This design comes from an exercise in tuning for small area, a short achievable clock period and few clock cycles per item on the open sky130 flow, not from production work. Where RTL was checked, it was by simulation tests only, not by an equivalence proof against the original. Function not checked in runs 1 and 2: the RTL went through the layout flow alone.

File: config.mk
export PLATFORM = sky130hd
export DESIGN_NAME = aes_core
export DESIGN_NICKNAME = aes_core
export VERILOG_FILES = /design/flow/design.v
export SDC_FILE = /design/flow/constraint.sdc
export NUM_CORES = 8
export LEC_CHECK = 0
export ABC_AREA = 1
export CAP_MARGIN = 20
export CORE_MARGIN = 2
export CORE_UTILIZATION = 30
export PLACE_DENSITY = 0.45
export SLEW_MARGIN = 20
File: constraint.sdc
create_clock -name core_clock -period 12.0 [get_ports {clk}]
set_input_delay 2.4000 -clock core_clock [delete_from_list [all_inputs] [get_ports {clk}]]
set_output_delay 2.4000 -clock core_clock [all_outputs]
set_load 0.01 [all_outputs]
File: design.v
module aes_sbox (
  input  wire [7:0] x,
  output wire [7:0] y
);
  wire U0, U1, U2, U3, U4, U5, U6, U7;
  wire T1, T2, T3, T4, T5, T6, T7, T8, T9, T10, T11, T12;
  wire T13, T14, T15, T16, T17, T18, T19, T20, T21, T22, T23, T24;
  wire T25, T26, T27, M1, M2, M3, M4, M5, M6, M7, M8, M9;
  wire M10, M11, M12, M13, M14, M15, M16, M17, M18, M19, M20, M21;
  wire M22, M23, M24, M25, M26, M27, M28, M29, M30, M31, M32, M33;
  wire M34, M35, M36, M37, M38, M39, M40, M41, M42, M43, M44, M45;
  wire M46, M47, M48, M49, M50, M51, M52, M53, M54, M55, M56, M57;
  wire M58, M59, M60, M61, M62, M63, L0, L1, L2, L3, L4, L5;
  wire L6, L7, L8, L9, L10, L11, L12, L13, L14, L15, L16, L17;
  wire L18, L19, L20, L21, L22, L23, L24, L25, L26, L27, L28, L29;
  wire S0, S1, S2, S3, S4, S5, S6, S7;
  assign {U0, U1, U2, U3, U4, U5, U6, U7} = x;
  assign T1 = U0 ^ U3;
  assign T2 = U0 ^ U5;
  assign T3 = U0 ^ U6;
  assign T4 = U3 ^ U5;
  assign T5 = U4 ^ U6;
  assign T6 = T1 ^ T5;
  assign T7 = U1 ^ U2;
  assign T8 = U7 ^ T6;
  assign T9 = U7 ^ T7;
  assign T10 = T6 ^ T7;
  assign T11 = U1 ^ U5;
  assign T12 = U2 ^ U5;
  assign T13 = T3 ^ T4;
  assign T14 = T6 ^ T11;
  assign T15 = T5 ^ T11;
  assign T16 = T5 ^ T12;
  assign T17 = T9 ^ T16;
  assign T18 = U3 ^ U7;
  assign T19 = T7 ^ T18;
  assign T20 = T1 ^ T19;
  assign T21 = U6 ^ U7;
  assign T22 = T7 ^ T21;
  assign T23 = T2 ^ T22;
  assign T24 = T2 ^ T10;
  assign T25 = T20 ^ T17;
  assign T26 = T3 ^ T16;
  assign T27 = T1 ^ T12;
  assign M1 = T13 & T6;
  assign M2 = T23 & T8;
  assign M3 = T14 ^ M1;
  assign M4 = T19 & U7;
  assign M5 = M4 ^ M1;
  assign M6 = T3 & T16;
  assign M7 = T22 & T9;
  assign M8 = T26 ^ M6;
  assign M9 = T20 & T17;
  assign M10 = M9 ^ M6;
  assign M11 = T1 & T15;
  assign M12 = T4 & T27;
  assign M13 = M12 ^ M11;
  assign M14 = T2 & T10;
  assign M15 = M14 ^ M11;
  assign M16 = M3 ^ M2;
  assign M17 = M5 ^ T24;
  assign M18 = M8 ^ M7;
  assign M19 = M10 ^ M15;
  assign M20 = M16 ^ M13;
  assign M21 = M17 ^ M15;
  assign M22 = M18 ^ M13;
  assign M23 = M19 ^ T25;
  assign M24 = M22 ^ M23;
  assign M25 = M22 & M20;
  assign M26 = M21 ^ M25;
  assign M27 = M20 ^ M21;
  assign M28 = M23 ^ M25;
  assign M29 = M28 & M27;
  assign M30 = M26 & M24;
  assign M31 = M20 & M23;
  assign M32 = M27 & M31;
  assign M33 = M27 ^ M25;
  assign M34 = M21 & M22;
  assign M35 = M24 & M34;
  assign M36 = M24 ^ M25;
  assign M37 = M21 ^ M29;
  assign M38 = M32 ^ M33;
  assign M39 = M23 ^ M30;
  assign M40 = M35 ^ M36;
  assign M41 = M38 ^ M40;
  assign M42 = M37 ^ M39;
  assign M43 = M37 ^ M38;
  assign M44 = M39 ^ M40;
  assign M45 = M42 ^ M41;
  assign M46 = M44 & T6;
  assign M47 = M40 & T8;
  assign M48 = M39 & U7;
  assign M49 = M43 & T16;
  assign M50 = M38 & T9;
  assign M51 = M37 & T17;
  assign M52 = M42 & T15;
  assign M53 = M45 & T27;
  assign M54 = M41 & T10;
  assign M55 = M44 & T13;
  assign M56 = M40 & T23;
  assign M57 = M39 & T19;
  assign M58 = M43 & T3;
  assign M59 = M38 & T22;
  assign M60 = M37 & T20;
  assign M61 = M42 & T1;
  assign M62 = M45 & T4;
  assign M63 = M41 & T2;
  assign L0 = M61 ^ M62;
  assign L1 = M50 ^ M56;
  assign L2 = M46 ^ M48;
  assign L3 = M47 ^ M55;
  assign L4 = M54 ^ M58;
  assign L5 = M49 ^ M61;
  assign L6 = M62 ^ L5;
  assign L7 = M46 ^ L3;
  assign L8 = M51 ^ M59;
  assign L9 = M52 ^ M53;
  assign L10 = M53 ^ L4;
  assign L11 = M60 ^ L2;
  assign L12 = M48 ^ M51;
  assign L13 = M50 ^ L0;
  assign L14 = M52 ^ M61;
  assign L15 = M55 ^ L1;
  assign L16 = M56 ^ L0;
  assign L17 = M57 ^ L1;
  assign L18 = M58 ^ L8;
  assign L19 = M63 ^ L4;
  assign L20 = L0 ^ L1;
  assign L21 = L1 ^ L7;
  assign L22 = L3 ^ L12;
  assign L23 = L18 ^ L2;
  assign L24 = L15 ^ L9;
  assign L25 = L6 ^ L10;
  assign L26 = L7 ^ L9;
  assign L27 = L8 ^ L10;
  assign L28 = L11 ^ L14;
  assign L29 = L11 ^ L17;
  assign S0 = L6 ^ L24;
  assign S1 = ~(L16 ^ L26);
  assign S2 = ~(L19 ^ L28);
  assign S3 = L6 ^ L21;
  assign S4 = L20 ^ L22;
  assign S5 = L25 ^ L29;
  assign S6 = ~(L13 ^ L27);
  assign S7 = ~(L6 ^ L23);
  assign y = {S0, S1, S2, S3, S4, S5, S6, S7};
endmodule
module aes_sbox2 (
  input  wire [7:0] x,
  output wire [7:0] y,
  output wire [7:0] z
);
  wire U0, U1, U2, U3, U4, U5, U6, U7;
  wire T1, T2, T3, T4, T5, T6, T7, T8, T9, T10, T11, T12;
  wire T13, T14, T15, T16, T17, T18, T19, T20, T21, T22, T23, T24;
  wire T25, T26, T27, M1, M2, M3, M4, M5, M6, M7, M8, M9;
  wire M10, M11, M12, M13, M14, M15, M16, M17, M18, M19, M20, M21;
  wire M22, M23, M24, M25, M26, M27, M28, M29, M30, M31, M32, M33;
  wire M34, M35, M36, M37, M38, M39, M40, M41, M42, M43, M44, M45;
  wire M46, M47, M48, M49, M50, M51, M52, M53, M54, M55, M56, M57;
  wire M58, M59, M60, M61, M62, M63, L0, L1, L2, L3, L4, L5;
  wire L6, L7, L8, L9, L10, L11, L12, L13, L14, L15, L16, L17;
  wire L18, L19, L20, L21, L22, L23, L24, L25, L26, L27, L28, L29;
  wire S0, S1, S2, S3, S4, S5, S6, S7;
  assign {U0, U1, U2, U3, U4, U5, U6, U7} = x;
  assign T1 = U0 ^ U3;
  assign T2 = U0 ^ U5;
  assign T3 = U0 ^ U6;
  assign T4 = U3 ^ U5;
  assign T5 = U4 ^ U6;
  assign T6 = T1 ^ T5;
  assign T7 = U1 ^ U2;
  assign T8 = U7 ^ T6;
  assign T9 = U7 ^ T7;
  assign T10 = T6 ^ T7;
  assign T11 = U1 ^ U5;
  assign T12 = U2 ^ U5;
  assign T13 = T3 ^ T4;
  assign T14 = T6 ^ T11;
  assign T15 = T5 ^ T11;
  assign T16 = T5 ^ T12;
  assign T17 = T9 ^ T16;
  assign T18 = U3 ^ U7;
  assign T19 = T7 ^ T18;
  assign T20 = T1 ^ T19;
  assign T21 = U6 ^ U7;
  assign T22 = T7 ^ T21;
  assign T23 = T2 ^ T22;
  assign T24 = T2 ^ T10;
  assign T25 = T20 ^ T17;
  assign T26 = T3 ^ T16;
  assign T27 = T1 ^ T12;
  assign M1 = T13 & T6;
  assign M2 = T23 & T8;
  assign M3 = T14 ^ M1;
  assign M4 = T19 & U7;
  assign M5 = M4 ^ M1;
  assign M6 = T3 & T16;
  assign M7 = T22 & T9;
  assign M8 = T26 ^ M6;
  assign M9 = T20 & T17;
  assign M10 = M9 ^ M6;
  assign M11 = T1 & T15;
  assign M12 = T4 & T27;
  assign M13 = M12 ^ M11;
  assign M14 = T2 & T10;
  assign M15 = M14 ^ M11;
  assign M16 = M3 ^ M2;
  assign M17 = M5 ^ T24;
  assign M18 = M8 ^ M7;
  assign M19 = M10 ^ M15;
  assign M20 = M16 ^ M13;
  assign M21 = M17 ^ M15;
  assign M22 = M18 ^ M13;
  assign M23 = M19 ^ T25;
  assign M24 = M22 ^ M23;
  assign M25 = M22 & M20;
  assign M26 = M21 ^ M25;
  assign M27 = M20 ^ M21;
  assign M28 = M23 ^ M25;
  assign M29 = M28 & M27;
  assign M30 = M26 & M24;
  assign M31 = M20 & M23;
  assign M32 = M27 & M31;
  assign M33 = M27 ^ M25;
  assign M34 = M21 & M22;
  assign M35 = M24 & M34;
  assign M36 = M24 ^ M25;
  assign M37 = M21 ^ M29;
  assign M38 = M32 ^ M33;
  assign M39 = M23 ^ M30;
  assign M40 = M35 ^ M36;
  assign M41 = M38 ^ M40;
  assign M42 = M37 ^ M39;
  assign M43 = M37 ^ M38;
  assign M44 = M39 ^ M40;
  assign M45 = M42 ^ M41;
  assign M46 = M44 & T6;
  assign M47 = M40 & T8;
  assign M48 = M39 & U7;
  assign M49 = M43 & T16;
  assign M50 = M38 & T9;
  assign M51 = M37 & T17;
  assign M52 = M42 & T15;
  assign M53 = M45 & T27;
  assign M54 = M41 & T10;
  assign M55 = M44 & T13;
  assign M56 = M40 & T23;
  assign M57 = M39 & T19;
  assign M58 = M43 & T3;
  assign M59 = M38 & T22;
  assign M60 = M37 & T20;
  assign M61 = M42 & T1;
  assign M62 = M45 & T4;
  assign M63 = M41 & T2;
  assign L0 = M61 ^ M62;
  assign L1 = M50 ^ M56;
  assign L2 = M46 ^ M48;
  assign L3 = M47 ^ M55;
  assign L4 = M54 ^ M58;
  assign L5 = M49 ^ M61;
  assign L6 = M62 ^ L5;
  assign L7 = M46 ^ L3;
  assign L8 = M51 ^ M59;
  assign L9 = M52 ^ M53;
  assign L10 = M53 ^ L4;
  assign L11 = M60 ^ L2;
  assign L12 = M48 ^ M51;
  assign L13 = M50 ^ L0;
  assign L14 = M52 ^ M61;
  assign L15 = M55 ^ L1;
  assign L16 = M56 ^ L0;
  assign L17 = M57 ^ L1;
  assign L18 = M58 ^ L8;
  assign L19 = M63 ^ L4;
  assign L20 = L0 ^ L1;
  assign L21 = L1 ^ L7;
  assign L22 = L3 ^ L12;
  assign L23 = L18 ^ L2;
  assign L24 = L15 ^ L9;
  assign L25 = L6 ^ L10;
  assign L26 = L7 ^ L9;
  assign L27 = L8 ^ L10;
  assign L28 = L11 ^ L14;
  assign L29 = L11 ^ L17;
  assign S0 = L6 ^ L24;
  assign S1 = ~(L16 ^ L26);
  assign S2 = ~(L19 ^ L28);
  assign S3 = L6 ^ L21;
  assign S4 = L20 ^ L22;
  assign S5 = L25 ^ L29;
  assign S6 = ~(L13 ^ L27);
  assign S7 = ~(L6 ^ L23);
  assign y = {S0, S1, S2, S3, S4, S5, S6, S7};
  assign z = {(M49 ^ M51 ^ M52 ^ M54 ^ M58 ^ M59 ^ M61 ^ M62), (M47 ^ M48 ^ M49 ^ M50 ^ M52 ^ M54 ^ M55 ^ M56 ^ M59 ^ M60 ^ M61 ^ M63), (M47 ^ M48 ^ M49 ^ M50 ^ M52 ^ M54 ^ M56 ^ M57 ^ M58 ^ M60 ^ M61 ^ M62), (M46 ^ M48 ^ M52 ^ M54 ^ M58 ^ M59 ^ M61 ^ M62), (M46 ^ M48 ^ M50 ^ M51 ^ M52 ^ M53 ^ M56 ^ M57 ^ M58 ^ M59 ^ M61 ^ M63), (M46 ^ M47 ^ M50 ^ M51 ^ M52 ^ M54 ^ M58 ^ M59 ^ M61 ^ M62), (M49 ^ M50 ^ M52 ^ M53 ^ M58 ^ M59 ^ M61 ^ M62), (M55 ^ M57 ^ M61 ^ M63)};
endmodule
module aes_binv (
  input  wire [7:0] x,
  output wire [7:0] y
);
  genvar i;
  generate
    for (i = 0; i < 8; i = i + 1) begin : g_bit
      assign y[i] = x[(i + 2) % 8] ^ x[(i + 5) % 8] ^ x[(i + 7) % 8] ^ ((8'h05 >> i) & 1'b1);
    end
  endgenerate
endmodule
module aes_core (
  input  wire         clk,
  input  wire         rst,        
  input  wire         key_load,   
  input  wire         key_256,    
  input  wire [255:0] key,
  input  wire         start,      
  input  wire         dir,        
  input  wire [127:0] din,
  output wire         ready,
  output reg          done,
  output wire [127:0] dout
);
  function [7:0] xtime(input [7:0] a);
    xtime = {a[6:0], 1'b0} ^ (a[7] ? 8'h1b : 8'h00);
  endfunction
  function [7:0] xinv(input [7:0] a);
    xinv = a[0] ? ({1'b0, a[7:1]} ^ 8'h8d) : {1'b0, a[7:1]};
  endfunction
  function [127:0] shift_rows(input [127:0] s);
    integer r, c;
    begin
      for (c = 0; c < 4; c = c + 1)
        for (r = 0; r < 4; r = r + 1)
          shift_rows[127 - 8*(4*c + r) -: 8] = s[127 - 8*(4*((c + r) % 4) + r) -: 8];
    end
  endfunction
  function [127:0] inv_shift_rows(input [127:0] s);
    integer r, c;
    begin
      for (c = 0; c < 4; c = c + 1)
        for (r = 0; r < 4; r = r + 1)
          inv_shift_rows[127 - 8*(4*c + r) -: 8] = s[127 - 8*(4*((c + 4 - r) % 4) + r) -: 8];
    end
  endfunction
  function [31:0] mix_col(input [31:0] a);
    reg [7:0] a0, a1, a2, a3, t;
    begin
      {a0, a1, a2, a3} = a;
      t = a0 ^ a1 ^ a2 ^ a3;
      mix_col = {a0 ^ t ^ xtime(a0 ^ a1),
                 a1 ^ t ^ xtime(a1 ^ a2),
                 a2 ^ t ^ xtime(a2 ^ a3),
                 a3 ^ t ^ xtime(a3 ^ a0)};
    end
  endfunction
  function [31:0] p_col(input [31:0] a);
    reg [7:0] a0, a1, a2, a3, u, v;
    begin
      {a0, a1, a2, a3} = a;
      u = xtime(xtime(a0 ^ a2));
      v = xtime(xtime(a1 ^ a3));
      p_col = {a0 ^ u, a1 ^ v, a2 ^ u, a3 ^ v};
    end
  endfunction
  function [127:0] mix_columns(input [127:0] s);
    mix_columns = {mix_col(s[127:96]), mix_col(s[95:64]),
                   mix_col(s[63:32]),  mix_col(s[31:0])};
  endfunction
  function [127:0] p_columns(input [127:0] s);
    p_columns = {p_col(s[127:96]), p_col(s[95:64]),
                 p_col(s[63:32]),  p_col(s[31:0])};
  endfunction
  reg  [127:0] q;           
  reg          qv, qdir;
  reg  [255:0] s;           
  reg          s256, sdec, sraw;
  reg  [255:0] w;           
  reg          wend;        
  reg  [31:0]  t_r;         
  reg  [7:0]   rcon;
  reg          krot, kfwd, k256, kfirst;
  reg          kb, kph, kconv;    
  reg  [3:0]   kcnt;
  reg  [127:0] r2, r1;      
  reg          pbusy, pdir, p256, yv, klp;
  reg  [4:0]   cnt;         
  reg          ready_r;
  reg          tsel;        
  wire [127:0] w_hi = w[255:128];
  wire [127:0] w_lo = w[127:0];
  reg  ix, iy, sw, jb, st, pe, g1r;    
  wire [4:0] nr2   = p256 ? 5'd28 : 5'd20;            
  wire [4:0] plast = yv ? nr2 - 5'd1 : nr2 - 5'd2;    
  wire       pend_c  = pbusy && (cnt == plast);
  wire       free_c  = (!pbusy || pend_c) && !kb;
  wire       wnow_c  = pbusy ? !klp : wend;
  wire       ndc_c   = (qdir != sdec);
  wire       nin_c   = !qdir && !sdec && sraw;
  wire       ix_c = qv && free_c && !ndc_c && !nin_c;
  wire       iy_c = qv && pbusy && (cnt == 5'd0) && (qdir == pdir);
  wire       sw_c = qv && free_c && ndc_c && wnow_c;
  wire       jb_c = qv && free_c && ((ndc_c && !wnow_c) || nin_c);
  wire       st_c = (pbusy && !pdir && !cnt[0] && (cnt <= nr2 - 5'd4)) ||
                    (pbusy &&  pdir &&  cnt[0] && (cnt <= nr2 - 5'd3)) ||
                    (kb && kph && (kcnt != 4'd0));
  wire       g1_c = pdir || (cnt >= nr2 - 5'd2);
  wire issue_x = ix;
  wire issue_y = iy;
  wire swap_s  = sw;
  wire job_s   = jb;
  wire pend    = pe;
  wire step_en = st;
  wire issue   = ix || iy;
  wire kwb     = kb && kph && (kcnt == 4'd0);         
  assign ready = ready_r;
  wire take_key   = ready_r && key_load;
  wire take_start = ready_r && start;
  wire       c_pbusy = ix || (pbusy && !pe);
  wire [4:0] c_cnt   = ix ? 5'd0 : cnt + 5'd1;
  wire       c_yv    = ix ? 1'b0 : (yv || iy);
  wire       c_p256  = ix ? s256 : p256;
  wire       c_pdir  = ix ? qdir : pdir;
  wire       c_kb    = jb || (kb && !kwb);
  wire       c_kph   = jb ? 1'b0 : (kb ? 1'b1 : kph);
  wire [3:0] kcnt_i  = ndc_c ? ((s256 ? 4'd13 : 4'd9) + {3'd0, sraw}) : 4'd2;
  wire [3:0] c_kcnt  = jb ? kcnt_i : ((kb && kph && (kcnt != 4'd0)) ? kcnt - 4'd1 : kcnt);
  wire       c_kstep = c_kb && c_kph && (c_kcnt != 4'd0);    
  wire [4:0] c_nr2   = c_p256 ? 5'd28 : 5'd20;
  wire [4:0] c_plast = c_yv ? c_nr2 - 5'd1 : c_nr2 - 5'd2;
  wire       c_pend  = c_pbusy && (c_cnt == c_plast);
  wire       c_free  = (!c_pbusy || c_pend) && !c_kb;
  wire       c_flip  = sw || (kwb && kconv);
  wire       c_sdec  = c_flip ? !sdec : sdec;
  wire       c_sraw  = (sw || kwb) ? 1'b0 : sraw;
  wire       c_klp   = !ix && pbusy && !pe && klp;
  wire       c_wend  = (ix || jb || sw) ? 1'b0 : (pe ? !klp : wend);
  wire       c_qv    = qv && !issue;
  wire       c_ok    = !(c_pbusy && c_klp && !c_pend);
  wire       c_ix_e  = c_free && !c_sdec && !c_sraw;    
  wire       c_ix_d  = c_free && c_sdec;                
  wire       c_iy0   = c_pbusy && (c_cnt == 5'd0);      
  wire       rdy_c = c_ok && (!c_qv ||
                     (qdir ? (c_ix_d || (c_iy0 && c_pdir))
                           : (c_ix_e || (c_iy0 && !c_pdir))));
  wire       rdy_a0 = c_ok && (c_ix_e || (ix && !qdir));
  wire       rdy_a1 = c_ok && (c_ix_d || (ix && qdir));
  wire       rdy_b = !(c_pbusy && !c_pend);
  wire       ready_n = take_start ? (dir ? rdy_a1 : rdy_a0) :
                       take_key   ? rdy_b : rdy_c;
  wire       n_qv   = take_start || c_qv;
  wire       n_qdir = ready_r ? dir : qdir;
  wire       n_ndc  = (n_qdir != c_sdec);
  wire       n_nin  = !n_qdir && !c_sdec && c_sraw;
  wire       n_wnow = c_pbusy ? !c_klp : c_wend;
  wire       ix_n = n_qv && c_free && !n_ndc && !n_nin;
  wire       iy_n = n_qv && c_iy0 && (n_qdir == c_pdir);
  wire       sw_n = n_qv && c_free && n_ndc && n_wnow;
  wire       jb_n = n_qv && c_free && ((n_ndc && !n_wnow) || n_nin);
  wire       st_n = (c_pbusy && !c_pdir && !c_cnt[0] && (c_cnt <= c_nr2 - 5'd4)) ||
                    (c_pbusy &&  c_pdir &&  c_cnt[0] && (c_cnt <= c_nr2 - 5'd3)) ||
                    c_kstep;
  wire       g1_n = c_pdir || (c_cnt >= c_nr2 - 5'd2);
  wire [127:0] kbase = (k256 || kfirst) ? w_hi : w_lo;
  reg  [31:0]  kin_r;
  reg          ks_k, ks_nr, ks_nn;
  reg  [7:0]   rcx;
  function [31:0] rotw(input [31:0] a);
    rotw = {a[23:0], a[31:24]};
  endfunction
  wire [31:0]  ksin_nx;
  wire [31:0]  ksub_in = (kin_r & {32{ks_k}}) |
                         (rotw(ksin_nx) & {32{ks_nr}}) |
                         (ksin_nx & {32{ks_nn}});
  wire [31:0]  ksub;
  genvar g;
  generate
    for (g = 0; g < 4; g = g + 1) begin : g_ksbox
      aes_sbox u_sbox (.x(ksub_in[8*g +: 8]), .y(ksub[8*g +: 8]));
    end
  endgenerate
  wire [31:0]  tsub = ksub ^ {rcx, 24'h0};
  wire         kld    = ix || jb;
  wire         n_kfwd   = kld ? !sdec : kfwd;
  wire         n_k256   = kld ? s256 : k256;
  wire         n_kfirst = kld ? sraw : (st ? 1'b0 : kfirst);
  wire         n_krot   = kld ? 1'b1 : (st ? (k256 ? !krot : 1'b1) : krot);
  wire [7:0]   rcon_i   = s256 ? (sdec ? 8'h40 : 8'h01)
                               : (sdec ? 8'h1b : (sraw ? 8'h01 : 8'h02));
  wire [7:0]   n_rcon   = kld ? rcon_i :
                          (st && krot) ? (kfwd ? xtime(rcon) : xinv(rcon)) : rcon;
  wire         n_inv128 = !n_kfwd && !n_k256;
  wire         nn_krot  = n_k256 ? !n_krot : 1'b1;
  wire [7:0]   nn_rcon  = n_krot ? (n_kfwd ? xtime(n_rcon) : xinv(n_rcon)) : n_rcon;
  wire [31:0]  kb0 = kbase[127:96];
  wire [31:0]  kb1 = kbase[95:64];
  wire [31:0]  kb2 = kbase[63:32];
  wire [31:0]  kb3 = kbase[31:0];
  wire [31:0]  kw0 = kb0 ^ t_r;
  wire [31:0]  kn1 = (kb0 ^ kb1) ^ t_r;
  wire [31:0]  kn2 = (kb0 ^ kb1 ^ kb2) ^ t_r;
  wire [31:0]  kn3 = (kb0 ^ kb1 ^ kb2 ^ kb3) ^ t_r;
  wire [31:0]  nx_pre  = kfwd ? (kb0 ^ kb1 ^ kb2 ^ kb3) :
                         k256 ? (kb3 ^ kb2) : (w_lo[31:0] ^ w_lo[95:64]);
  assign       ksin_nx = nx_pre ^ (t_r & {32{kfwd}});
  wire [31:0]  n_slo3 = take_key ? key[31:0] : ((sw || kwb) ? w_hi[31:0] : s[31:0]);
  wire [255:0] n_w    = (ix || jb) ? s : (st ? {w_lo, knew} : w);
  wire [31:0]  kin_n  = c_free   ? rotw(n_slo3) :
                        n_kfirst ? rotw(n_w[159:128]) :
                        n_inv128 ? rotw(n_w[31:0] ^ n_w[63:32]) :
                        n_krot   ? rotw(n_w[31:0]) : n_w[31:0];
  wire [127:0] knew = kfwd ? {kw0, kn1, kn2, kn3}
                           : {kw0, kb1 ^ kb0, kb2 ^ kb1, kb3 ^ kb2};
  wire [127:0] so, sob;
  generate
    for (g = 0; g < 16; g = g + 1) begin : g_sbox
      aes_sbox2 u_sbox (.x(r2[8*g +: 8]), .y(so[8*g +: 8]), .z(sob[8*g +: 8]));
    end
  endgenerate
  wire [127:0] st1 = (pdir ? sob : so) ^ (g1r ? w_lo : 128'h0);
  wire [127:0] mcin = pdir ? p_columns(r1) : r1;
  wire [127:0] st2  = mix_columns(mcin) ^ (pdir ? 128'h0 : w_hi);
  wire [127:0] ld   = issue ? (q ^ s[255:128]) : st2;
  wire         shd  = issue ? qdir : pdir;
  wire [127:0] sh   = shd ? inv_shift_rows(ld) : shift_rows(ld);
  wire [127:0] shb;
  generate
    for (g = 0; g < 16; g = g + 1) begin : g_bin
      aes_binv u_bi (.x(sh[8*g +: 8]), .y(shb[8*g +: 8]));
    end
  endgenerate
  wire [127:0] r2n = shd ? shb : sh;
  assign dout = r1;
  always @(posedge clk) begin
    r1  <= st1;
    r2  <= r2n;
    t_r <= tsub;
    if (ready_r)
      q <= din;
  end
  always @(posedge clk) begin
    if (take_key)
      s <= key;
    else if (swap_s || (kwb && kconv))
      s <= {w_lo, w_hi};
    else if (kwb)
      s[127:0] <= w_hi;
    if (issue_x || job_s)
      w <= s;
    else if (step_en)
      w <= {w_lo, knew};
  end
  always @(posedge clk) begin
    if (rst) begin
      ready_r <= 1'b1;
      tsel  <= 1'b1;
      ks_k  <= 1'b1;
      ks_nr <= 1'b0;
      ks_nn <= 1'b0;
      rcx   <= 8'h00;
      ix    <= 1'b0;
      iy    <= 1'b0;
      sw    <= 1'b0;
      jb    <= 1'b0;
      st    <= 1'b0;
      pe    <= 1'b0;
      g1r   <= 1'b0;
      qv    <= 1'b0;
      qdir  <= 1'b0;
      s256  <= 1'b0;
      sdec  <= 1'b0;
      sraw  <= 1'b0;
      wend  <= 1'b0;
      rcon  <= 8'h01;
      krot  <= 1'b1;
      kfwd  <= 1'b1;
      k256  <= 1'b0;
      kfirst <= 1'b0;
      kb    <= 1'b0;
      kph   <= 1'b0;
      kconv <= 1'b0;
      kcnt  <= 4'd0;
      pbusy <= 1'b0;
      pdir  <= 1'b0;
      p256  <= 1'b0;
      yv    <= 1'b0;
      klp   <= 1'b0;
      cnt   <= 5'd0;
      done  <= 1'b0;
    end else begin
      ready_r <= ready_n;
      tsel  <= c_free;
      ix    <= ix_n;
      iy    <= iy_n;
      sw    <= sw_n;
      jb    <= jb_n;
      st    <= st_n;
      pe    <= c_pend;
      g1r   <= g1_n;
      done <= pbusy && ((cnt == nr2 - 5'd2) || (yv && cnt == nr2 - 5'd1));
      qv <= take_start || (qv && !issue);
      if (ready_r)
        qdir <= dir;
      if (take_key) begin
        s256 <= key_256;
        sdec <= 1'b0;
        sraw <= !key_256;
      end else begin
        if (swap_s || (kwb && kconv))
          sdec <= !sdec;
        if (swap_s || kwb)
          sraw <= 1'b0;
      end
      if (take_key || issue_x || job_s || swap_s)
        wend <= 1'b0;
      else if (pend)
        wend <= !klp;
      kfwd   <= n_kfwd;
      k256   <= n_k256;
      kfirst <= n_kfirst;
      krot   <= n_krot;
      rcon   <= n_rcon;
      kin_r  <= kin_n;
      ks_k   <= c_free || !c_kstep;
      ks_nr  <= !c_free && c_kstep && nn_krot;
      ks_nn  <= !c_free && c_kstep && !nn_krot;
      rcx    <= c_free ? (s256 ? 8'h01 : 8'h02) :
                c_kstep ? (nn_krot ? nn_rcon : 8'h00) : (n_krot ? n_rcon : 8'h00);
      if (job_s) begin
        kb    <= 1'b1;
        kph   <= 1'b0;
        kconv <= ndc_c;
        kcnt  <= kcnt_i;
      end else if (kb) begin
        kph <= 1'b1;
        if (kph && kcnt != 4'd0)
          kcnt <= kcnt - 4'd1;
        if (kwb)
          kb <= 1'b0;
      end
      if (issue_x) begin
        pbusy <= 1'b1;
        cnt   <= 5'd0;
        pdir  <= qdir;
        p256  <= s256;
        yv    <= 1'b0;
        klp   <= take_key;
      end else if (pbusy) begin
        if (issue_y)
          yv <= 1'b1;
        if (pend) begin
          pbusy <= 1'b0;
          klp   <= 1'b0;
        end else begin
          cnt <= cnt + 5'd1;
          if (take_key)
            klp <= 1'b1;
        end
      end
    end
  end
  wire ready_c = (!qv || ix_c || iy_c) && !(pbusy && klp && !pend_c);
  wire dec_ok  = (ix == ix_c) && (iy == iy_c) && (sw == sw_c) && (jb == jb_c) &&
                 (st == st_c) && (pe == pend_c) && (g1r == g1_c) && (tsel == free_c);
endmodule
File: flow/run.sh
#!/bin/bash
# Standard ORFS layout (the standard flow's SDC and config, unchanged), with
#  - repair_timing aiming at a setup margin beyond the clock period's slack,
#  - the port buffers made with buf_1 (every port still gets its buffer).
set -euo pipefail
bash standard.sh SETUP_SLACK_MARGIN=7 "BUFFER_PORTS_ARGS=-buffer_cell sky130_fd_sc_hd__buf_1" finish > standard_flow.log 2>&1
File: standard.sh
#!/bin/bash
# synth_recipe.tcl (not shown) runs the flow's synth.tcl, then flattens the netlist and writes it again
# the make line also repeats each setting of config.mk as NAME=value (left out here)
make -C /OpenROAD-flow-scripts/flow DESIGN_CONFIG=/design/flow/config.mk WORK_HOME=/design/flow/orfs CLKGATE_MAP_FILE= SYNTH_SCRIPT=/design/flow/synth_recipe.tcl "${@:-finish}"
==> results of run 1 <==
[worst max-delay path, delay by kind of cell, from the launching register on]
kind | cells | cell delay, ns
and+or+nand+nor | 19 | 1.95
AOI/OAI and AO/OA | 1 | 0.08
DFF | 1 | 1.01
adders and majority gates | 1 | 0.28
xor gates and xnor gates | 6 | 1.37
buffers and inverters | 5 | 0.86
[sequential cells by signal, summed over array words and instances, names as in the netlist, 4 cells and up]
signal  count
r1        128
rcon        8
t_r        32
cnt         5
kin_r      32
q         128
rcx         8
r2        128
s         256
kcnt        4
w         256
[what timing repair did]
action | CTS | global route
gates cloned | 22 | 16
setup buffers | 109 | 254
setup endpoints to repair | 204 | 220
pin swaps | 117 | 392
resized for setup | 473 | 1210
[cell type report]
type,instances,area share
multi-input combinational,10202,0.582
timing repair buffer,1025,0.0650
clock inverter,70,0.00660
inverter,1138,0.0385
sequential,1015,0.229
antenna,27,0.000593
tap,3978,0.0437
clock buffer,187,0.0345
[synthesized netlist by cell type, drive strengths merged, types with 15 or more instances]
cell type	instances
nand2	3997
xor2	1678
o21ai	1240
xnor2	1135
inv	1129
nand3	669
edfxtp	576
nor2	517
dfxtp	439
a21oi	329
clkbuf	300
buf	109
o211ai	106
or2	78
o22ai	70
nand3b	69
ha	46
o21bai	38
o221ai	32
a31oi	29
nand4	28
o2111ai	19
a32o	15
[how the worst max path moves through the flow]
| stage | start | endpoint | slack, ns | cells after the start |
|---|---|---|---|---|
| floorplan | key_load | s[0] | 6.75 | 5 |
| global placement | k256 | t_r[18] | 4.70 | 37 |
| finish | t_r[30] | t_r[6] | 6.22 | 32 |
| CTS | k256 | t_r[16] | 6.67 | 44 |
| detailed placement | k256 | t_r[16] | 4.72 | 34 |
| global route | k256 | t_r[18] | 6.23 | 40 |
[cells by family after synthesis]
family                     Yosys count  share of synthesized area
xor gates and xnor gates          2813                      0.278
buffers and inverters             1547                     0.0663
AOI/OAI and AO/OA                 1944                      0.119
and+or+nand+nor                   5388                      0.244
adders and majority gates           46                    0.00631
muxes                               10                    0.00110
DFF                               1015                      0.286
[metrics by stage]
stage	hold slack (ns)	util	worst slack, ns
3_3_place_gp	0.460	0.322	4.70
5_1_grt	0.487	0.376	6.23
6_report	0.480	0.377	6.22
4_1_cts	0.478	0.350	6.67
2_1_floorplan	0.442	-	6.75
3_5_place_dp	0.469	0.322	4.72
[layer usage]
layer  share of wire  up-vias
li1                -    42434
met1            0.41    43666
met2            0.43     4403
met3           0.085     1152
met4           0.078       18
met5         0.00021        -
==> metrics.md, run 1 <==
| Metric | Value |
|---|---|
| Outcome | timing/DRC/antenna clean |
| Root Driver | clkbuf_16 |
| PortBufs | 519 |
| #FFs+latches synth | 1015 |
| Wire per inst | 27.9 um |
| First-pass DRT Iterations | 9 |
| Post-synthesis cell count | 12.8k |
| Crit Path Max Fanout | 6 |
| Reg2Reg Depth | 32 |
| Flop2flop setup slack | 6.22 ns |
| Worst path slowest cell | dfxtp_1 |
| Total CTS buffers | 143 |
| Pin count of the biggest net entering global routing | 129 |
| Finished Layout Cells | 17.6k |
| Worst Setup Path Type | flip-flop to flip-flop |
| Max Freq | 173 MHz |
| Worst-margin pin slew | 1.19 ns |
| Initial drt markers | 10.5k |
| Die footprint | 309000 um2 |
| Relative slew slack | 0.196 |
| Fin crit period | 5.78 ns |
| Detailed Place HPWL | 388000 um |
| Avg Cell Area, Syn | 7.15 um2 |
| Maxcap violations | 0 |
| Clock latency at the later pin of the worst-skew pair | 0.88 ns |
| Grt ovf | 0 |
| Fin Clk Skew | 0.0735 ns |
| CP Data Required Time | 12.73 ns |
| First-pass GRT wire length | 655000 um |
| R2R Path End | t_r[6] |
| Post-route cell area | 114000 um2 |
| Yosys cell types | 62 |
| Placed instance count | 17.0k |
| RSZ-0062 raised after global routing | true |
| Commonest non-fill, non-tap cells in the layout | nand2_1 (3478), xor2_1 (1509), xnor2_1 (1015) |
| Setup Viol. Count Final | 0 |
| Post-synth EDFFs | 576 |
| Register area | 26200 um2 |
| Syn. warnings | 1 |
| TritonCTS clock tree | done |
| Cts hold-fix bufs | 0 |
| Seq/Total Area, Yosys | 0.286 |
| Worst Setup Start Kind | flip-flop |
| Clk slew on worst S/H paths | 0.06 ns |
| Std cell rows | 202 |
| Final net count | 14.0k |
| Yosys top cell area share | 0.190 |
| Post-place instance area | 97400 um2 |
| I/O pin cnt | 520 |
| Post-DRT Antenna Nets | 0 |
| Initial antenna violation count | 38 |
| Hold depth | 2 |
| Met3 usage | 0.0562 |
| Clock Sinks | 1015 |
| Largest cells by area after synthesis | edfxtp_1 (19%), nand2_1 (16%), xor2_1 (16%) |
| Ys flop type | edfxtp_1 |
| Critical Path Max Stage Delay | 1.01 ns |
| P&R area growth vs syn | 24.9% |
| Synth Net Count | 13.2k |
| Endpoints failing hold | 0 |
| Placer congestion estimate | 1.02 |
| H-tree Lvls | 4 |
| Synth Cell Area | 91300 um2 |
| Initial Util | 0.301 |
| Vias | 91.7k |
| Max Slew Vio Count | 0 |
| R2R Path Start | t_r[30] |
| Met2 Use GR | 0.456 |
| Combined area of the multi-input logic cells | 66300 um2 |
| Setup TNS | 0 ns |
| CP Capture Type | flip-flop |
| Vias per cell | 5.20 |
| Routed WL | 493000 um |
| CP Data Arrival Time | 6.51 ns |
| GRT busiest layer | met2 |
| Die Wd | 556 um |
| Area leader, netlist | edfxtp_1 |
| Die Span Y | 556 um |
| Core area | 303000 um2 |
| Period Utilization, post-route | 0.481 |
| Hold Path Origin | kconv |
| GR Util met1 | 0.392 |
| GRT Total Usage | 0.301 |
| Drt drc | 0 |
| Fillcell total | 32.0k |
| Hold EP | kconv |
| Async set-reset flop share out of synthesis | 0 |
| Most used cell, CP | nand2_4 |
| HP Class | flip-flop to flip-flop |
| Leading cell type in the layout, fill and taps excluded | nand2_1 |
| Clock Tree Buf Depth | 4 |
| Layout cells sized above 1 | 0.167 |
| Vias in the first global route | 83.0k |
==> run 2, diff against run 1 <==
==> flow/run.sh (replaced) <==
#!/bin/bash
# Standard ORFS layout (the standard flow's SDC and config, unchanged), with
#  - repair_timing aiming at a setup margin beyond the clock period's slack,
#  - the port buffers made with buf_1 (every port still gets its buffer).
set -euo pipefail
bash standard.sh SETUP_SLACK_MARGIN=7.5 "BUFFER_PORTS_ARGS=-buffer_cell sky130_fd_sc_hd__buf_1" finish > standard_flow.log 2>&1
==> metrics.md, run 2 <==
| Metric | Value |
|---|---|
| Outcome | timing/DRC/antenna clean |
| H-tree Lvls | 4 |
| WP buf/inv | 14 |
| Hold Path Origin | kconv |
| Worst path slowest cell | dfxtp_4 |
| Clk slew on worst S/H paths | 0.06 ns |
| R2R Path End | t_r[22] |
| Die footprint | 309000 um2 |
| Post-DRT Antenna Nets | 0 |
| Highest routed metal layer | met5 |
| Std cell rows | 202 |
| Core area | 303000 um2 |
| Detailed Place HPWL | 387000 um |
| Initial antenna violation count | 41 |
| Setup TNS | 0 ns |
| Die Wd | 556 um |
| Count leader, synth | nand2_1 |
| Seq/Total Area, Yosys | 0.286 |
| Endpoints failing hold | 0 |
| Post-synthesis cell count | 12.8k |
| CP delay by family, top | buffers and inverters |
| Met3 wire len | 40700 um |
| Yosys cell types | 62 |
| CP Capture Type | flip-flop |
| Pin count of the biggest net entering global routing | 112 |
| Most used cell, CP | nand2_1 |
| Wire per inst | 27.8 um |
| Leading cell type in the layout, fill and taps excluded | nand2_1 |
| Maxcap violations | 0 |
| Avg Cell Area, Syn | 7.15 um2 |
| Hold depth | 2 |
| Synth Cell Area | 91300 um2 |
| Layout cells sized above 1 | 0.218 |
| R2R Path Start | k256 |
| Hold EP | kconv |
| Yosys top cell area share | 0.190 |
| P&R area growth vs syn | 31.3% |
| Worst Setup Path Type | flip-flop to flip-flop |
| Largest cells by area after synthesis | edfxtp_1 (19%), nand2_1 (16%), xor2_1 (16%) |
| Clock Tree Buf Depth | 4 |
| Max Slew Vio Count | 0 |
| List of most frequent post-synthesis cells | nand2_1 (3934), xor2_1 (1619), xnor2_1 (1104) |
| First-pass GRT wire length | 662000 um |
| Fin util | 0.396 |
| First-pass DRT Iterations | 7 |
| TritonCTS clock tree | done |
| Vias in the first global route | 84.8k |
| WHS | 0.480 ns |
| M1 WL | 203000 um |
| Placed instance count | 17.0k |
| Vias | 93.5k |
| Async set-reset flop share out of synthesis | 0 |
| DP Worst Slack | 4.88 ns |
| Root Driver | clkbuf_16 |
| Finished Layout Cells | 17.9k |
| PortBufs | 519 |
| Fin Clk Skew | 0.123 ns |
| Grt ovf | 0 |
| CP Data Required Time | 12.74 ns |
| Max Freq | 185 MHz |
| Final net count | 14.2k |
| Fillcell total | 31.8k |
| Critical Path Max Stage Delay | 0.37 ns |
| Relative slew slack | 0.152 |
| Cts hold-fix bufs | 0 |
| Clock Sinks | 1015 |
| Largest registers | s (256), w (256) |
| Ys flop type | edfxtp_1 |
| Syn. warnings | 1 |
| Placer congestion estimate | 1.01 |
| Worst Setup Start Kind | flip-flop |
| Setup Viol. Count Final | 0 |
| Period Utilization, post-route | 0.449 |
| Post-synth EDFFs | 576 |
| Initial drt markers | 10.3k |
| Clock latency at the later pin of the worst-skew pair | 0.92 ns |
| HP Class | flip-flop to flip-flop |
| CP Data Arrival Time | 6.13 ns |
| Worst-margin pin slew | 1.26 ns |
| Fin crit period | 5.39 ns |
| Commonest non-fill, non-tap cells in the layout | nand2_1 (3389), xor2_1 (1357), inv_1 (977) |
| Vias per cell | 5.23 |
| #FFs+latches synth | 1015 |
| Drt drc | 0 |
| Die Span Y | 556 um |
| Reg2Reg Depth | 38 |
| Flop2flop setup slack | 6.61 ns |
| Area leader, netlist | edfxtp_1 |
| I/O pin cnt | 520 |
| Final WS setup | 6.61 ns |
| Total CTS buffers | 140 |
| Crit Path Max Fanout | 8 |
| Routed WL | 498000 um |
| GRT Total Usage | 0.305 |
| RSZ-0062 raised after global routing | true |
| Initial Util | 0.301 |
| Length of routed met2 wiring | 216000 um |
| Synth Net Count | 13.2k |
-- run 2: cell counts after synthesis --
No cell type changed its count.
-- run 2: cell type report --
class / instances / area (um2) / area share
Inverter: 1138 / 4400 / 0.0367
Tap cell: 3978 / 4980 / 0.0415
Clock inverter: 66 / 747 / 0.00623
Antenna cell: 24 / 60.1 / 0.000501
Timing Repair Buffer: 1279 / 9340 / 0.0779
Timing Repair inverter: 3 / 22.5 / 0.000188
Clock buffer: 189 / 3960 / 0.0330
Multi-Input combinational cell: 10204 / 70000 / 0.584
Sequential cell: 1015 / 26300 / 0.220
-- run 2: cells by family after synthesis --
family | count (synthesis) | share of synthesized area
simple gates | 5388 | 0.244
xor+xnor | 2813 | 0.278
compound gates | 1944 | 0.119
buf+inv | 1547 | 0.0663
flops | 1015 | 0.286
fa+ha+maj | 46 | 0.00631
mux | 10 | 0.00110
-- run 2: worst max path at each step --
stage | from | end | slack [ns] | cells past startpoint
floorplan | key_load | s[0] | 6.75 | 5
global placement | k256 | t_r[2] | 4.95 | 37
detailed placement | k256 | t_r[2] | 4.88 | 39
CTS | k256 | t_r[17] | 6.60 | 43
global route | k256 | t_r[18] | 6.41 | 39
finish | k256 | t_r[22] | 6.61 | 38
-- run 2: stage by stage --
| stage | cell area (um2) |
|---|---|
| after floorplan | 91300 |
| after global placement | 97400 |
| after detailed placement | 97400 |
| after CTS | 110000 |
| after global routing | 120000 |
| final | 120000 |
-- run 2: timing repair --
action,in CTS,in global routing
buffers inserted,254,381
pin swaps,203,617
setup endpoints to repair,650,240
resized for setup,975,1457
gates cloned,30,2
-- run 2: per-layer routing --
layer,up-vias,GRT usage
met5,-,0
met4,14,0.189
met3,1108,0.0521
met2,4390,0.467
met1,45209,0.398
li1,42825,-
-- run 2: worst min-delay path, delay by kind of cell, from the launching register on --
kind / cells / cell delay [ns]
simple gates: 1 / 0.06
flops: 1 / 0.31
compound gates: 1 / 0.06
==> run 3, diff against run 2 <==
--- a/design.v
+++ b/design.v
@@ -400,7 +400,7 @@
   wire       jb_c = qv && free_c && ((ndc_c && !wnow_c) || nin_c);
   wire       st_c = (pbusy && !pdir && !cnt[0] && (cnt <= nr2 - 5'd4)) ||
                     (pbusy &&  pdir &&  cnt[0] && (cnt <= nr2 - 5'd3)) ||
-                    (kb && kph && (kcnt != 4'd0));
+                    (kb && kph);
   wire       g1_c = pdir || (cnt >= nr2 - 5'd2);
   wire issue_x = ix;
   wire issue_y = iy;
@@ -409,7 +409,7 @@
   wire pend    = pe;
   wire step_en = st;
   wire issue   = ix || iy;
-  wire kwb     = kb && kph && (kcnt == 4'd0);         
+  wire kwb     = kb && !kph && (kcnt == 4'd0);        
   assign ready = ready_r;
   wire take_key   = ready_r && key_load;
   wire take_start = ready_r && start;
@@ -419,10 +419,8 @@
   wire       c_p256  = ix ? s256 : p256;
   wire       c_pdir  = ix ? qdir : pdir;
   wire       c_kb    = jb || (kb && !kwb);
-  wire       c_kph   = jb ? 1'b0 : (kb ? 1'b1 : kph);
+  wire       c_kph   = jb ? 1'b0 : (kb ? !kph : kph);
   wire [3:0] kcnt_i  = ndc_c ? ((s256 ? 4'd13 : 4'd9) + {3'd0, sraw}) : 4'd2;
-  wire [3:0] c_kcnt  = jb ? kcnt_i : ((kb && kph && (kcnt != 4'd0)) ? kcnt - 4'd1 : kcnt);
-  wire       c_kstep = c_kb && c_kph && (c_kcnt != 4'd0);    
   wire [4:0] c_nr2   = c_p256 ? 5'd28 : 5'd20;
   wire [4:0] c_plast = c_yv ? c_nr2 - 5'd1 : c_nr2 - 5'd2;
   wire       c_pend  = c_pbusy && (c_cnt == c_plast);
@@ -456,19 +454,15 @@
   wire       jb_n = n_qv && c_free && ((n_ndc && !n_wnow) || n_nin);
   wire       st_n = (c_pbusy && !c_pdir && !c_cnt[0] && (c_cnt <= c_nr2 - 5'd4)) ||
                     (c_pbusy &&  c_pdir &&  c_cnt[0] && (c_cnt <= c_nr2 - 5'd3)) ||
-                    c_kstep;
+                    (c_kb && c_kph);
   wire       g1_n = c_pdir || (c_cnt >= c_nr2 - 5'd2);
   wire [127:0] kbase = (k256 || kfirst) ? w_hi : w_lo;
   reg  [31:0]  kin_r;
-  reg          ks_k, ks_nr, ks_nn;
   reg  [7:0]   rcx;
   function [31:0] rotw(input [31:0] a);
     rotw = {a[23:0], a[31:24]};
   endfunction
-  wire [31:0]  ksin_nx;
-  wire [31:0]  ksub_in = (kin_r & {32{ks_k}}) |
-                         (rotw(ksin_nx) & {32{ks_nr}}) |
-                         (ksin_nx & {32{ks_nn}});
+  wire [31:0]  ksub_in = kin_r;
   wire [31:0]  ksub;
   genvar g;
   generate
@@ -487,8 +481,6 @@
   wire [7:0]   n_rcon   = kld ? rcon_i :
                           (st && krot) ? (kfwd ? xtime(rcon) : xinv(rcon)) : rcon;
   wire         n_inv128 = !n_kfwd && !n_k256;
-  wire         nn_krot  = n_k256 ? !n_krot : 1'b1;
-  wire [7:0]   nn_rcon  = n_krot ? (n_kfwd ? xtime(n_rcon) : xinv(n_rcon)) : n_rcon;
   wire [31:0]  kb0 = kbase[127:96];
   wire [31:0]  kb1 = kbase[95:64];
   wire [31:0]  kb2 = kbase[63:32];
@@ -497,9 +489,6 @@
   wire [31:0]  kn1 = (kb0 ^ kb1) ^ t_r;
   wire [31:0]  kn2 = (kb0 ^ kb1 ^ kb2) ^ t_r;
   wire [31:0]  kn3 = (kb0 ^ kb1 ^ kb2 ^ kb3) ^ t_r;
-  wire [31:0]  nx_pre  = kfwd ? (kb0 ^ kb1 ^ kb2 ^ kb3) :
-                         k256 ? (kb3 ^ kb2) : (w_lo[31:0] ^ w_lo[95:64]);
-  assign       ksin_nx = nx_pre ^ (t_r & {32{kfwd}});
   wire [31:0]  n_slo3 = take_key ? key[31:0] : ((sw || kwb) ? w_hi[31:0] : s[31:0]);
   wire [255:0] n_w    = (ix || jb) ? s : (st ? {w_lo, knew} : w);
   wire [31:0]  kin_n  = c_free   ? rotw(n_slo3) :
@@ -551,9 +540,6 @@
     if (rst) begin
       ready_r <= 1'b1;
       tsel  <= 1'b1;
-      ks_k  <= 1'b1;
-      ks_nr <= 1'b0;
-      ks_nn <= 1'b0;
       rcx   <= 8'h00;
       ix    <= 1'b0;
       iy    <= 1'b0;
@@ -618,19 +604,15 @@
       krot   <= n_krot;
       rcon   <= n_rcon;
       kin_r  <= kin_n;
-      ks_k   <= c_free || !c_kstep;
-      ks_nr  <= !c_free && c_kstep && nn_krot;
-      ks_nn  <= !c_free && c_kstep && !nn_krot;
-      rcx    <= c_free ? (s256 ? 8'h01 : 8'h02) :
-                c_kstep ? (nn_krot ? nn_rcon : 8'h00) : (n_krot ? n_rcon : 8'h00);
+      rcx    <= c_free ? (s256 ? 8'h01 : 8'h02) : (n_krot ? n_rcon : 8'h00);
       if (job_s) begin
         kb    <= 1'b1;
         kph   <= 1'b0;
         kconv <= ndc_c;
         kcnt  <= kcnt_i;
       end else if (kb) begin
-        kph <= 1'b1;
-        if (kph && kcnt != 4'd0)
+        kph <= !kph;
+        if (kph)
           kcnt <= kcnt - 4'd1;
         if (kwb)
           kb <= 1'b0;
==> flow/run.sh (replaced) <==
#!/bin/bash
# Standard ORFS layout (the standard flow's SDC and config, unchanged), with
#  - repair_timing aiming at a setup margin beyond the clock period's slack,
#  - the port buffers made with buf_1 (every port still gets its buffer).
set -euo pipefail
bash standard.sh SETUP_SLACK_MARGIN=7 "BUFFER_PORTS_ARGS=-buffer_cell sky130_fd_sc_hd__buf_1" finish > standard_flow.log 2>&1
==> metrics.md, run 3 <==
| Metric | Value |
|---|---|
| Outcome | timing/DRC/antenna clean |
| GRT Total Usage | 0.274 |
| Worst Setup Path Type | flip-flop to flip-flop |
| HP Class | flip-flop to flip-flop |
| Initial Util | 0.301 |
| Crit-path cells | nor2_4 > buf_6 > buf_12 > o21ai_0 > xor2_1 > xor2_1 > or2_2 > nand3_1 > a31oi_1 > o21ai_0 > o21ai_0 > nand2_1 > o21ai_0 > nor2_1 > a211oi_1 > o21ai_1 |
| Largest registers | s (256), w (256) |
| Syn. warnings | 1 |
| Max Freq | 207 MHz |
| Area leader, netlist | nand2_1 |
| CP delay by family, top | compound AO/OA/AOI/OAI gates |
| Pin count of the biggest net entering global routing | 97 |
| Core area | 330000 um2 |
| First-pass GRT wire length | 665000 um |
| Setup Viol. Count Final | 0 |
| First-pass DRT Iterations | 7 |
| Total CTS buffers | 142 |
| Max Slew Vio Count | 0 |
| Die footprint | 336000 um2 |
| Maxcap violations | 0 |
| Setup TNS | 0 ns |
| Wire per inst | 23.6 um |
| Clock Sinks | 1012 |
| Leading cell type in the layout, fill and taps excluded | nand2_1 |
| Die Span Y | 580 um |
| Post-synthesis cell count | 15.4k |
| Adder-cell share of the synthesized area | 0.00604 |
| Grt ovf | 0 |
| I/O pin cnt | 520 |
| Ys flop type | edfxtp_1 |
| Worst Setup Start Kind | flip-flop |
| CP Data Required Time | 12.62 ns |
| Fin util | 0.336 |
| Post-synth EDFFs | 576 |
| Critical Path Max Stage Delay | 0.82 ns |
| Layout cells sized above 1 | 0.0596 |
| WP buf/inv | 2 |
| Xor/xnor cell area share of the yosys netlist | 0.206 |
| Synth Area in Simple Gates | 0.364 |
| Endpoints failing hold | 0 |
| Most used cell, CP | o21ai_0 |
| Clock latency at the later pin of the worst-skew pair | 0.91 ns |
| CP Capture Type | flip-flop |
| Yosys top cell area share | 0.231 |
| Vias per cell | 5.02 |
| Worst-margin pin slew | 1.34 ns |
| Seq/Total Area, Yosys | 0.262 |
| Fin crit period | 4.84 ns |
| Fraction of synthesized area in multiplexers | 0.00151 |
| Relative slew slack | 0.0977 |
| List of most frequent post-synthesis cells | nand2_1 (6121), inv_1 (1417), xor2_1 (1303) |
| PortBufs | 519 |
| Vias in the first global route | 91.4k |
| Post-DRT Antenna Nets | 0 |
| H-tree Lvls | 4 |
| Initial drt markers | 10.6k |
| Async set-reset flop share out of synthesis | 0 |
| Largest family of logic cells by synthesized area | simple AND/OR/NAND/NOR gates |
| RSZ-0062 raised after global routing | false |
| Synth Cell Area | 99400 um2 |
| Count leader, synth | nand2_1 |
| Initial antenna violation count | 37 |
| Fin Clk Skew | 0.0965 ns |
| Drt drc | 0 |
| Placer congestion estimate | 0.998 |
| Commonest non-fill, non-tap cells in the layout | nand2_1 (6116), inv_1 (1409), nand3_1 (1300) |
| Root Driver | clkbuf_16 |
| Avg Cell Area, Syn | 6.45 um2 |
| Largest cells by area after synthesis | nand2_1 (23%), edfxtp_1 (17%), xor2_1 (11%) |
| Synth Net Count | 15.9k |
| Final net count | 16.2k |
| Vias | 102k |
| Yosys cell types | 65 |
| Clk slew on worst S/H paths | 0.06 ns |
| Routed WL | 479000 um |
| Worst path slowest cell | o21ai_0 |
| #FFs+latches synth | 1012 |
| P&R area growth vs syn | 11.7% |
| Detailed Place HPWL | 390000 um |
| TritonCTS clock tree | done |
| Compound-gate portion of the synthesized area | 0.0852 |
| CP Data Arrival Time | 5.45 ns |
| Period Utilization, post-route | 0.403 |
| Die Wd | 580 um |
| Clock Tree Buf Depth | 4 |
| Std cell rows | 211 |
| Crit Path Max Fanout | 85 |
## run 3: cell count changes after synthesis, sizes merged, moves of 167 or more
cell,delta
nand2,+2267
nand3,+702
inv,+373
xor2,-326
xnor2,-268
o21ai,-254
nor2,+167
## run 3: final timing paths
check	startpoint	slack (ns)	to	cells after the start
max	kfirst	7.16	kin_r[24]	16
min	kconv	0.47	kconv	2
max reg2reg	kfirst	7.16	kin_r[24]	16
min reg2reg	kconv	0.47	kconv	2
## run 3: cell families (layout without fill, tap and decap cells)
group | count (synthesis) | count (layout)
other | 0 | 18
AND/OR/NAND/NOR | 8646 | 8648
AO/OA/AOI/OAI | 1537 | 1537
buffers and inverters | 1932 | 2403
XOR/XNOR | 2222 | 2222
adder cells (fa/ha/maj) | 48 | 48
multiplexers | 15 | 15
flip-flops | 1012 | 1012
## run 3: repair_timing
item                                    CTS  global route
gates resized for setup                   9            60
cloned                                    2             1
buffers inserted                          2             1
hold buffers                              0             0
endpoints found under the setup margin  151           159
pin swaps                                 1             1
## run 3: worst min-delay path: stages, from the launching register on
cell and delay, ns:
dfxtp_1 0.31, nand2_1 0.06, a21oi_1 0.06
## run 3: layer usage
metal / part of all wire / vias up / global-route usage
met4: 0.050 / 12 / 0.119
li1: - / 49599 / -
met5: 0.00015 / - / 0
met3: 0.080 / 562 / 0.0410
met2: 0.42 / 4012 / 0.411
met1: 0.45 / 47635 / 0.387
## run 3: final cells by class
cell class,instances,area (um2)
Tap cell,4366,5460
Timing Repair Buffer,637,2910
Timing Repair inverter,1,7.51
Fill cell,36420,219000
Multi-Input combinational cell,12470,66200
Inverter,1508,5720
Clock buffer,199,4070
Sequential cell,1012,26100
Antenna cell,18,45.0
Clock inverter,58,513
## run 3: metrics by stage
stage / setup WS (ns) / cells / instance area, um2 / hold slack, ns
final: 7.16 / 20269 / 111000 / 0.474
after global routing: 7.00 / 20257 / 111000 / 0.525
after CTS: 7.00 / 20249 / 111000 / 0.466
after detailed placement: 5.32 / 19988 / 106000 / 0.458
after global placement: 5.36 / 19987 / 106000 / 0.457
after floorplan: 6.73 / 15412 / 99400 / 0.442
==> run 4, diff against run 3 <==
--- a/config.mk
+++ b/config.mk
@@ -8,6 +8,6 @@
 export ABC_AREA = 1
 export CAP_MARGIN = 20
 export CORE_MARGIN = 2
-export CORE_UTILIZATION = 30
-export PLACE_DENSITY = 0.45
+export CORE_UTILIZATION = 45
+export PLACE_DENSITY = 0.6
 export SLEW_MARGIN = 20
==> metrics.md, run 4 <==
| Metric | Value |
|---|---|
| Crit-path cells | buf_4 > buf_4 > nand2_1 > xor2_1 > xnor2_1 > xor2_1 > xor2_1 > xor2_1 > o21ai_0 > xnor2_1 > xor2_1 > o21ai_0 |
| Area leader, netlist | nand2_1 |
| Clock Tree Buf Depth | 3 |
| Finished Layout Cells | 18.7k |
| Period Utilization, post-route | 0.411 |
| Fin crit period | 4.93 ns |
| Die Wd | 474 um |
| Placer congestion estimate | 1.08 |
| Leading cell type in the layout, fill and taps excluded | nand2_1 |
| Synth Area in Simple Gates | 0.364 |
| GRT Total Usage | 0.367 |
| Fin Clk Skew | 0.0842 ns |
| Post-synth EDFFs | 576 |
| Vias per cell | 5.46 |
| P&R area growth vs syn | 8.92% |
| CP Data Required Time | 12.68 ns |
| Worst Setup Path Type | flip-flop to flip-flop |
| H-tree Lvls | 3 |
| M1 WL | 180000 um |
| Outcome | timing/DRC/antenna clean |
| Highest routed metal layer | met5 |
| Syn. warnings | 1 |
| Commonest non-fill, non-tap cells in the layout | nand2_1 (6115), inv_1 (1410), nand3_1 (1299) |
| Drt drc | 0 |
| Xor/xnor cell area share of the yosys netlist | 0.206 |
| Synth Net Count | 15.9k |
| Relative slew slack | 0.184 |
| Count leader, synth | nand2_1 |
| Hold depth | 2 |
| Std cell rows | 172 |
| Setup TNS | 0 ns |
| Detailed Place HPWL | 349000 um |
| Largest cells by area after synthesis | nand2_1 (23%), edfxtp_1 (17%), xor2_1 (11%) |
| Layout cells sized above 1 | 0.0548 |
| CP Data Arrival Time | 5.61 ns |
| Total CTS buffers | 120 |
| Vias in the first global route | 90.0k |
| Maxcap violations | 0 |
| I/O pin cnt | 520 |
| Largest family of logic cells by synthesized area | simple AND/OR/NAND/NOR gates |
| Post-DRT Antenna Nets | 0 |
| Clock Sinks | 1012 |
| Largest registers | s (256), w (256) |
| First-pass DRT Iterations | 6 |
| WP buf/inv | 2 |
| CP delay by family, top | XOR/XNOR gates |
| Wire per inst | 23.0 um |
| Initial antenna violation count | 25 |
| Compound-gate portion of the synthesized area | 0.0852 |
| Setup Viol. Count Final | 0 |
| Seq/Total Area, Yosys | 0.262 |
| Reg2Reg Depth | 12 |
| PortBufs | 519 |
| Avg Cell Area, Syn | 6.45 um2 |
| Root Driver | clkbuf_16 |
| Clk slew on worst S/H paths | 0.06 ns |
| Setup Fix Bufs, Post-CTS | 0 |
| Post-synthesis cell count | 15.4k |
| Most used cell, CP | xor2_1 |
| Max Slew Vio Count | 0 |
| Vias | 102k |
| RSZ-0062 raised after global routing | true |
| Adder-cell share of the synthesized area | 0.00604 |
| CP Capture Type | flip-flop |
| Core area | 220000 um2 |
| Clock latency at the later pin of the worst-skew pair | 0.85 ns |
| Worst-margin pin slew | 1.21 ns |
| First-pass GRT wire length | 608000 um |
| Final net count | 16.1k |
| Grt ovf | 0 |
| Worst Setup Start Kind | flip-flop |
| #FFs+latches synth | 1012 |
| Met3 wire len | 42000 um |
| Length of routed met2 wiring | 180000 um |
| Initial drt markers | 12.2k |
| Routed WL | 430000 um |
| HP Class | flip-flop to flip-flop |
| Worst path slowest cell | buf_4 |
| Max Freq | 203 MHz |
| Die Span Y | 474 um |
| List of most frequent post-synthesis cells | nand2_1 (6121), inv_1 (1417), xor2_1 (1303) |
| Ys flop type | edfxtp_1 |
| Pin count of the biggest net entering global routing | 199 |
| Async set-reset flop share out of synthesis | 0 |
| TritonCTS clock tree | done |
| Crit Path Max Fanout | 44 |
| Initial Util | 0.453 |
| Worst path depth | 12 |
| Placed instance count | 18.4k |
| Fraction of synthesized area in multiplexers | 0.00151 |
| Endpoints failing hold | 0 |
| Yosys top cell area share | 0.231 |
| Die footprint | 225000 um2 |
| Critical Path Max Stage Delay | 0.67 ns |
| Synth Cell Area | 99400 um2 |
| Yosys cell types | 65 |
## run 4: worst register-to-register path: cells and delay by family (launching register included)
kind	cells	cell delay (ns)
AOI/OAI and AO/OA	2	1.01
xor gates and xnor gates	7	1.57
buffers and inverters	2	1.31
DFF	1	0.66
and+or+nand+nor	1	0.25
## run 4: cell type report
cell class | count | area [um2]
diodes | 14 | 35.0
clock buffers | 162 | 3420
clock inverters | 66 | 752
fillers | 22987 | 111000
inverters | 1508 | 5700
multi-input cells | 12469 | 66100
flip-flops and latches | 1012 | 26100
well taps | 2871 | 3590
repair buffers | 590 | 2550
repair inverters | 1 | 5.00
## run 4: metrics by stage
stage           util  cell area (um2)  setup slack [ns]  hold WS (ns)
2_1_floorplan      -            99400              6.73         0.442
3_3_place_gp   0.473           104000              6.09         0.460
3_5_place_dp   0.473           104000              6.07         0.467
4_1_cts        0.492           108000              7.03         0.476
5_1_grt        0.493           108000              6.99         0.500
6_report       0.493           108000              7.07         0.474
## run 4: kinds of logic (layout without fill, tap and decap cells)
family,after synthesis,after routing
flip-flops,1012,1012
XOR/XNOR,2222,2222
multiplexers,15,15
other,0,14
AND/OR/NAND/NOR,8646,8647
buffers and inverters,1932,2327
adder cells (fa/ha/maj),48,48
AO/OA/AOI/OAI,1537,1537
## run 4: worst paths after layout
check | startpoint | to | slack [ns]
worst max-delay path | pdir | r2[76] | 7.07
worst min-delay path | kconv | kconv | 0.47
worst max register to register | pdir | r2[76] | 7.07
worst min register to register | kconv | kconv | 0.47
## run 4: per-layer routing
layer,track usage,vias up
li1,-,49455
met3,0.0614,769
met5,0,-
met1,0.499,47253
met4,0.202,20
met2,0.552,4653
## run 4: what timing repair did
action                                  in CTS  in global routing
resized for setup                            2                 41
endpoints found under the setup margin     107                184
hold buffers                                 0                  0
gates cloned                                 1                  2
pin swaps                                    0                  1

[static timing again, ports no longer ideal]
The results above use ideal ports. As a check the final layouts listed here were re-extracted and re-timed, cells and wires unchanged. Step 1 (the two cells are an assumption about what drives the block):
set clk [get_ports {clk}]
set_driving_cell -lib_cell sky130_fd_sc_hd__clkbuf_16 $clk
set_driving_cell -lib_cell sky130_fd_sc_hd__buf_2 [delete_from_list [all_inputs] $clk]
Step 2 also shifts input and output timing later by t, the mid clock arrival at the registers, as if the neighbouring blocks saw the same clock. Slacks: ideal / step 1 / step 2; pairs: ideal / step 1.
run	t (ns)	slack for setup (ns)	worst data-port slew with drivers (ns)
run 1	0.953	6.223 / 6.223 / 6.164	0.09
run 2	0.973	6.609 / 6.609 / 6.609	0.13
run 3	0.967	7.163 / 7.163 / 6.446	0.24
run 4	0.901	7.071 / 7.071 / 6.436	0.13
After both steps every run listed still meets setup and hold. For run 3, which loses most, drivers alone change the setup slack by 0.000 ns; drivers and shift together by -0.717 ns.
